This design comes from an exercise in tuning for small area, a short achievable clock period and few clock cycles on the open sky130 flow, not from production work.
At most, simulation tests tie the RTL to the original design; equivalence was not proved.
Function not checked in run 1: the RTL went through the layout flow alone.
No activity file was given, so power comes from the tool's default toggle rates.

## flow/design.v (module list and top-level ports; edited modules follow where they fit)
// module ftr_fast_score: 874 lines
module ftr_fast_score (
    input  wire         clk,
    input  wire         rst,
    input  wire         in_valid,
    input  wire [15:0]  in_center,
    input  wire [255:0] in_ring,       
    input  wire [15:0]  cfg_thresh,
    input  wire         cfg_arc12,     
    output reg          out_valid,
    output reg  [15:0]  out_score
);
  // ...
==> flow/run.sh <==
#!/bin/bash
# synth_recipe.tcl (not shown) runs the flow's synth.tcl, then flattens the netlist and writes it again
# the make line also repeats each setting of config.mk as NAME=value (left out here)
make -C /OpenROAD-flow-scripts/flow DESIGN_CONFIG=/design/flow/config.mk WORK_HOME=/design/flow/orfs CLKGATE_MAP_FILE= SYNTH_SCRIPT=/design/flow/synth_recipe.tcl finish
==> flow/config.mk <==
export PLATFORM = sky130hd
export DESIGN_NAME = ftr_fast_score
export DESIGN_NICKNAME = ftr_fast_score
export VERILOG_FILES = /design/flow/design.v
export SDC_FILE = /design/flow/constraint.sdc
export NUM_CORES = 4
export LEC_CHECK = 0
export CAP_MARGIN = 20
export CORE_MARGIN = 2
export CORE_UTILIZATION = 40
export SLEW_MARGIN = 20
==> flow/constraint.sdc <==
create_clock -name core_clock -period 30.0 [get_ports {clk}]
set_input_delay 6.0000 -clock core_clock [delete_from_list [all_inputs] [get_ports {clk}]]
set_output_delay 6.0000 -clock core_clock [all_outputs]
set_load 0.01 [all_outputs]
==> flow_summary_export.csv, run 1 <==
group,metric,value,unit
hold_path,worstHoldStart,"v0",
clock_tree,post_cts_buffers,0,
worst_setup_path,r2r_setup_slack,18.86,ns
clock_tree,htreeDepth,2,
clock_tree,cts_resized,0,
cells_and_area,drive_above_1_share,6.15,%
worst_setup_path,max_stage_delay,0.97,ns
sta,period_needed,11.14,ns
power_and_ir_drop,p_clk,590,µW
hold_path,hp-class,"reg2reg",
clock_tree,clk_pin_slew,0.06,ns
worst_setup_path,cp.arrival,11.62,ns
cells_and_area,largest_class,"multi-input gates",
logic_synthesis,synth_area_per_cell,8.83,µm²
global_routing,overflow,0,
worst_setup_path,crit_cells,29,
global_routing,grt_max_degree,51,
sta,finalSetupViolCount,0,
cells_and_area,largest_reg_flops,256,
power_and_ir_drop,seq_power_share,17.0,%
placement,placed_cells,4880,
logic_synthesis,synth_xor_area_share,3.28,%
cells_and_area,nClkBuffers,53,
logic_synthesis,synthTopCellsByCount,"417 x inv_1, 386 x dfxtp_1, 329 x nand2_1",
cells_and_area,num-nonclk-buffers,356,
cells_and_area,seqCellArea,0.00773,mm²
routing,met3_length,13.6,mm
worst_setup_path,ff2ff_path_depth,29,
clock_tree,cts-buffers-inserted,45,
logic_synthesis,synth_edf_count,0,
worst_setup_path,reg2reg_to,"x1[8]",
floorplan,tap_cells,1060,
cells_and_area,seq_area_share,20.3,%
outcome,status,"complete, no violations",
sta,finalCritPeriodShare,37.1,%
power_and_ir_drop,p_int,2.06,mW
cells_and_area,final_core_util,47.2,%
logic_synthesis,synth.cell_area,0.0324,mm²
==> run 2, diff against run 1 <==
--- a/flow/design.v
+++ b/flow/design.v
@@ -19,34 +19,48 @@
                 for (j = 15; j >= 0; j = j - 1)
                     if ((j % (2 * s)) >= s) begin
                         g[j] = g[j] | (p[j] & g[j - (j % s) - 1]);
                         p[j] = p[j] & p[j - (j % s) - 1];
                     end
             gt16 = g[15];
         end
     endfunction
+    wire [8:0]  hl_in  = {1'b0, in_center[7:0]} + {1'b0, cfg_thresh[7:0]};
+    wire [8:0]  hh0_in = {1'b0, in_center[15:8]} + {1'b0, cfg_thresh[15:8]};
+    wire [8:0]  hh1_in = {1'b0, in_center[15:8]} + {1'b0, cfg_thresh[15:8]} + 9'd1;
+    wire [8:0]  ll_in  = {1'b0, in_center[7:0]} + {1'b0, ~cfg_thresh[7:0]} + 9'd1;
+    wire [8:0]  lh0_in = {1'b0, in_center[15:8]} + {1'b0, ~cfg_thresh[15:8]};
+    wire [8:0]  lh1_in = {1'b0, in_center[15:8]} + {1'b0, ~cfg_thresh[15:8]} + 9'd1;
     reg         v0, v1;
-    reg [15:0]  c0, t0;
+    reg [8:0]   hl, hh0, hh1, ll, lh0, lh1;
+    reg         cok;
     reg [255:0] r0;
     reg         a0;
     always @(posedge clk) begin
-        v0 <= in_valid & ~rst;
-        c0 <= in_center;
-        t0 <= cfg_thresh;
-        r0 <= in_ring;
-        a0 <= cfg_arc12;
+        v0  <= in_valid & ~rst;
+        hl  <= hl_in;
+        hh0 <= hh0_in;
+        hh1 <= hh1_in;
+        ll  <= ll_in;
+        lh0 <= lh0_in;
+        lh1 <= lh1_in;
+        cok <= (in_center != 16'hFFFF);
+        r0  <= in_ring;
+        a0  <= cfg_arc12;
     end
-    wire [16:0] hi = {1'b0, c0} + {1'b0, t0};
-    wire [16:0] lo = {1'b0, c0} - {1'b0, t0};    
+    wire [8:0]  hh = hl[8] ? hh1 : hh0;
+    wire [8:0]  lh = ll[8] ? lh1 : lh0;
+    wire [16:0] hi = {hh, hl[7:0]};
+    wire [16:0] lo = {~lh[8], lh[7:0], ll[7:0]};    
     reg  [15:0] bright, dark, sel;
     reg         allok, barc, darc, rb, rd;
     integer i, s, k;
     always @* begin
-        allok = (c0 != 16'hFFFF);
+        allok = cok;
         for (i = 0; i < 16; i = i + 1) begin
             if (r0[16*i +: 16] == 16'hFFFF) allok = 1'b0;
             bright[i] = !hi[16] && gt16(r0[16*i +: 16], hi[15:0]);
             dark[i]   = !lo[16] && gt16(lo[15:0], r0[16*i +: 16]);
         end
         barc = 1'b0;
         darc = 1'b0;
         for (s = 0; s < 16; s = s + 1) begin
==> run 2 against run 1 <==
Effect of this change: final area grew 0.51%; highest routed layer is now met5; still clean; critical path depth shrank 6; count of clock-buffer cells in the layout rose by 6; synthesized cell count about the same; non-clock buffer count grew 10; clock power is 4.4% higher; maximum frequency is 28% higher; largest power group unchanged; hold slack better by 0.0041 ns; wire length down 4.4%; die area up 0.29%; worst setup slack better by 2.4 ns; global-route usage down 1.6 points.
==> flow_summary_export.csv, run 2 <==
group,metric,value,unit
power_and_ir_drop,p_leak,15.6,nW
logic_synthesis,asyncSetResetFlopFracSynth,0,%
cells_and_area,fin_nets,4607,
logic_synthesis,ys_warn_count,1,
sta,finalCritPeriodShare,29.1,%
logic_synthesis,yosys.area.top_type,"dfxtp_1",
cells_and_area,reg_top3,"r0 (256), x0 (19), x1 (19)",
routing,wl_per_cell,27.2,µm
sta,rsz0062_at_grt,"no",
global_routing,grtUsageMet2,51.0,%
routing,drt_iter0_markers,3987,
sta,timing.hold.ws,0.441,ns
global_routing,grt_pass1_vias,29700,
logic_synthesis,synth_most_common_cell,"inv_1",
routing,drc,0,
cells_and_area,syn_to_final_growth,17.5,%
power_and_ir_drop,comb_power_share,71.2,%
power_and_ir_drop,seq_power_share,15.7,%
global_routing,groute.layer.met1.usage,39.5,%
logic_synthesis,synth_area_leaders,"dfxtp_1 25%, fa_1 20%, inv_1 5.2%, ha_1 4.7%, o21ai_0 4.3%",
clock_tree,cts_sinks,406,
placement,dp_hpwl,108,mm
hold_path,hp-class,"reg2reg",
routing,totalWireLength,135,mm
floorplan,die_area,0.0835,mm²
logic_synthesis,yosys_most_used_dff,"dfxtp_1",
sta,fin_skew,0.0511,ns
cells_and_area,multi_input_area,0.0218,mm²
placement,place_area,0.0365,mm²
power_and_ir_drop,switching_share,48.6,%
floorplan,initial_core_util,40.4,%
clock_tree,cts_tree,"built",
global_routing,overflow,0,
sta,hold_violations,0,
sta,finalSetupViolCount,0,
logic_synthesis,synth_cell_types,98,
floorplan,rows,104,
placement,placement.io_buffers,308,
routing,via_per_inst,6.06,
worst_setup_path,cp_cell_sequence,"buf_4 > mux2i_4 > buf_4 > o22ai_1 > a21oi_1 > o21ai_0 > nor4_1 > o31ai_1 > nor3_1 > nand3_1 > or4_1 > o211a_2 > buf_4 > a21oi_2 > o21ai_0 > fa_1 > inv_1 > fa_1 > fa_1 > fa_1 > inv_1 > fa_1 > inv_1",
logic_synthesis,synth_cells,3668,
global_routing,antenna_found_initial,3,
logic_synthesis,synthTopCellsByCount,"449 x inv_1, 406 x dfxtp_1, 325 x fa_1",
worst_setup_path,cp.arrival,9.20,ns
worst_setup_path,max_stage_delay,0.83,ns
sta,fmax,115,MHz
global_routing,grt_max_degree,52,
sta,slew_violations,0,
clock_tree,cts_root_buf,"clkbuf_16",
clock_tree,htreeDepth,2,
outcome,status,"complete, no violations",
power_and_ir_drop,power_switching,2.27,mW
logic_synthesis,synth_area_per_cell,8.86,µm²
cells_and_area,regMostFlops,"r0",
clock_tree,clk_latency,0.61,ns
worst_setup_path,crit_path_end_kind,"flip-flop",
routing,num_vias,30100,
sta,period_needed,8.73,ns
worst_setup_path,crit_family,"adder cells",
logic_synthesis,synth_fp_nets,4408,
power_and_ir_drop,irDropWorstVdd,0.182,mV
power_and_ir_drop,p_int,2.40,mW
run,maxCapViolCount,0,
logic_synthesis,synth.cell_area,0.0325,mm²
floorplan,io_pins,309,
cells_and_area,seqCellArea,0.00813,mm²
cells_and_area,layout_common_cells,"449 x inv_1, 405 x dfxtp_1, 325 x fa_1",
logic_synthesis,ys_ff_latch,406,
cells_and_area,design_area,0.0382,mm²
floorplan,core,0.0805,mm²
power_and_ir_drop,clkPwrFrac,13.2,%
worst_setup_path,start_kind,"flip-flop",
clock_tree,cts_resized,0,
cells_and_area,fill_cells,7798,
cells_and_area,finalNonFillerCells,4966,
worst_setup_path,cpMostUsedCell,"fa_1",
global_routing,grt_pass1_wl,195,mm
cells_and_area,drive_above_1_share,5.58,%
worst_setup_path,crit_slowest_cell,"nor4_1",
logic_synthesis,synth_edf_count,0,
clock_tree,clk_pin_slew,0.06,ns
sta,fin_tns_setup,0,ns
clock_tree,holdBufCountCts,0,
floorplan,die_w,289,µm
global_routing,grtUsageTotal,31.8,%
sta,slew_headroom,20.9,%
routing,drt_first_pass_iters,10,
cells_and_area,final_common_cell,"inv_1",
clock_tree,cts_buffer_depth,3,
worst_setup_path,critPathBufInv,6,
global_routing,grt_busiest_layer,"met2",
floorplan,die_h,289,µm
sta,tightest_slew,1.18,ns
worst_setup_path,worst_ep_required_time,30.48,ns
worst_setup_path,crit_fanout,45,
worst_setup_path,path_class,"reg2reg",
clock_tree,post_cts_buffers,0,
placement,placed_cells,4877,
logic_synthesis,yosys.area.top_type_share,25.0,%
routing,ant_nets,0,
placement,finalWeightedCongestion,1.04,
logic_synthesis,yosysSeqAreaShare,25.0,%
global_routing,grtUsageMet3,6.70,%
power_and_ir_drop,p_per_area,123,mW/mm²
clock_tree,cts-buffers-inserted,47,
cells_and_area,largest_reg_flops,256,
-- run 2: cell families (layout without fill, tap and decap cells) --
kind of cell | Yosys count | count (layout) | synth area share, %
and+or+nand+nor | 830 | 830 | 13.2
muxes | 31 | 31 | 1.21
DFF | 406 | 406 | 25.0
buffers and inverters | 670 | 906 | 8.26
AOI/OAI and AO/OA | 1104 | 1104 | 22.6
xor gates and xnor gates | 137 | 137 | 3.69
adders and majority gates | 490 | 490 | 26.1
other | 0 | 2 | 0
-- run 2: final cells by class --
cell class                 count  share of cell area [%]
inverter                     454                    4.46
sequential                   406                    21.3
timing repair buffer         366                    9.22
tap                         1060                    3.47
clock inverter                27                   0.986
antenna                        2                  0.0131
clock buffer                  59                    3.41
multi-input combinational   2592                    57.1
-- run 2: routing by layer --
layer | vias up | share of wire [%]
met5 | - | 0.020
met4 | 4 | 7.2
met3 | 492 | 10
met2 | 1902 | 45
met1 | 14500 | 38
li1 | 13200 | -
-- run 2: final timing paths --
| check | start | end | slack, ns | cells after the start |
|---|---|---|---|---|
| setup reg to reg | hl[8] | x1[17] | 21.27 | 23 |
| hold / removal | v0 | v1 | 0.44 | 1 |
| setup / recovery | hl[8] | x1[17] | 21.27 | 23 |
| hold reg to reg | v0 | v1 | 0.44 | 1 |
-- run 2: stage by stage --
| stage | setup slack (ns) | util (%) | power, mW |
|---|---|---|---|
| after floorplan | 22.13 | - | 3.15 |
| after global placement | 21.26 | 45.3 | 4.00 |
| after detailed placement | 21.23 | 45.3 | 4.02 |
| after CTS | 21.50 | 47.4 | 4.66 |
| after global routing | 20.95 | 47.4 | 5.15 |
| final | 21.27 | 47.4 | 4.68 |
-- run 2: power groups by stage --
stage,combinational (mW),clock [mW],sequential (mW)
3_3_place_gp,3.26,0,0.740
6_report,3.33,0.616,0.733
2_1_floorplan,2.46,0,0.685
5_1_grt,3.76,0.649,0.739
3_5_place_dp,3.28,0,0.740
4_1_cts,3.30,0.629,0.729
Testbench counts of run 2, summed over its fixed seeds: cycles 8,012.

## afterwards: timing with drivers on the ports
No port has a modelled driver above. Below, the same layouts with a new extraction and two added sets of constraints.
Step 1 sets driving cells, clkbuf_16 on the clock port and buf_2 on the other inputs (assumed; they add their load-dependent delay and slew).
Step 2 moves the port delays by t, midway between the first and last clock arrival at a register: inputs arrive t later, outputs are due t later. That takes back most of the time a late clock gives input paths.
Three values: ideal ports, drivers, drivers and shift; two values: the first two.
| run | shift t [ns] | setup WS [ns] | latest minus earliest clock arrival (ns) | worst data-port slew with drivers (ns) | pins driven straight from the clock port |
|---|---|---|---|---|---|
| run 1 | 0.669 | 18.859 / 18.859 / 18.859 | 0.024 / 0.025 | 0.06 | 1 |
| run 2 | 0.657 | 21.273 / 21.273 / 21.243 | 0.051 / 0.051 | 0.07 | 1 |
After both steps every run listed still meets setup and hold. For run 2, which loses most, drivers alone change the setup slack by 0.000 ns; drivers and shift together by -0.030 ns.
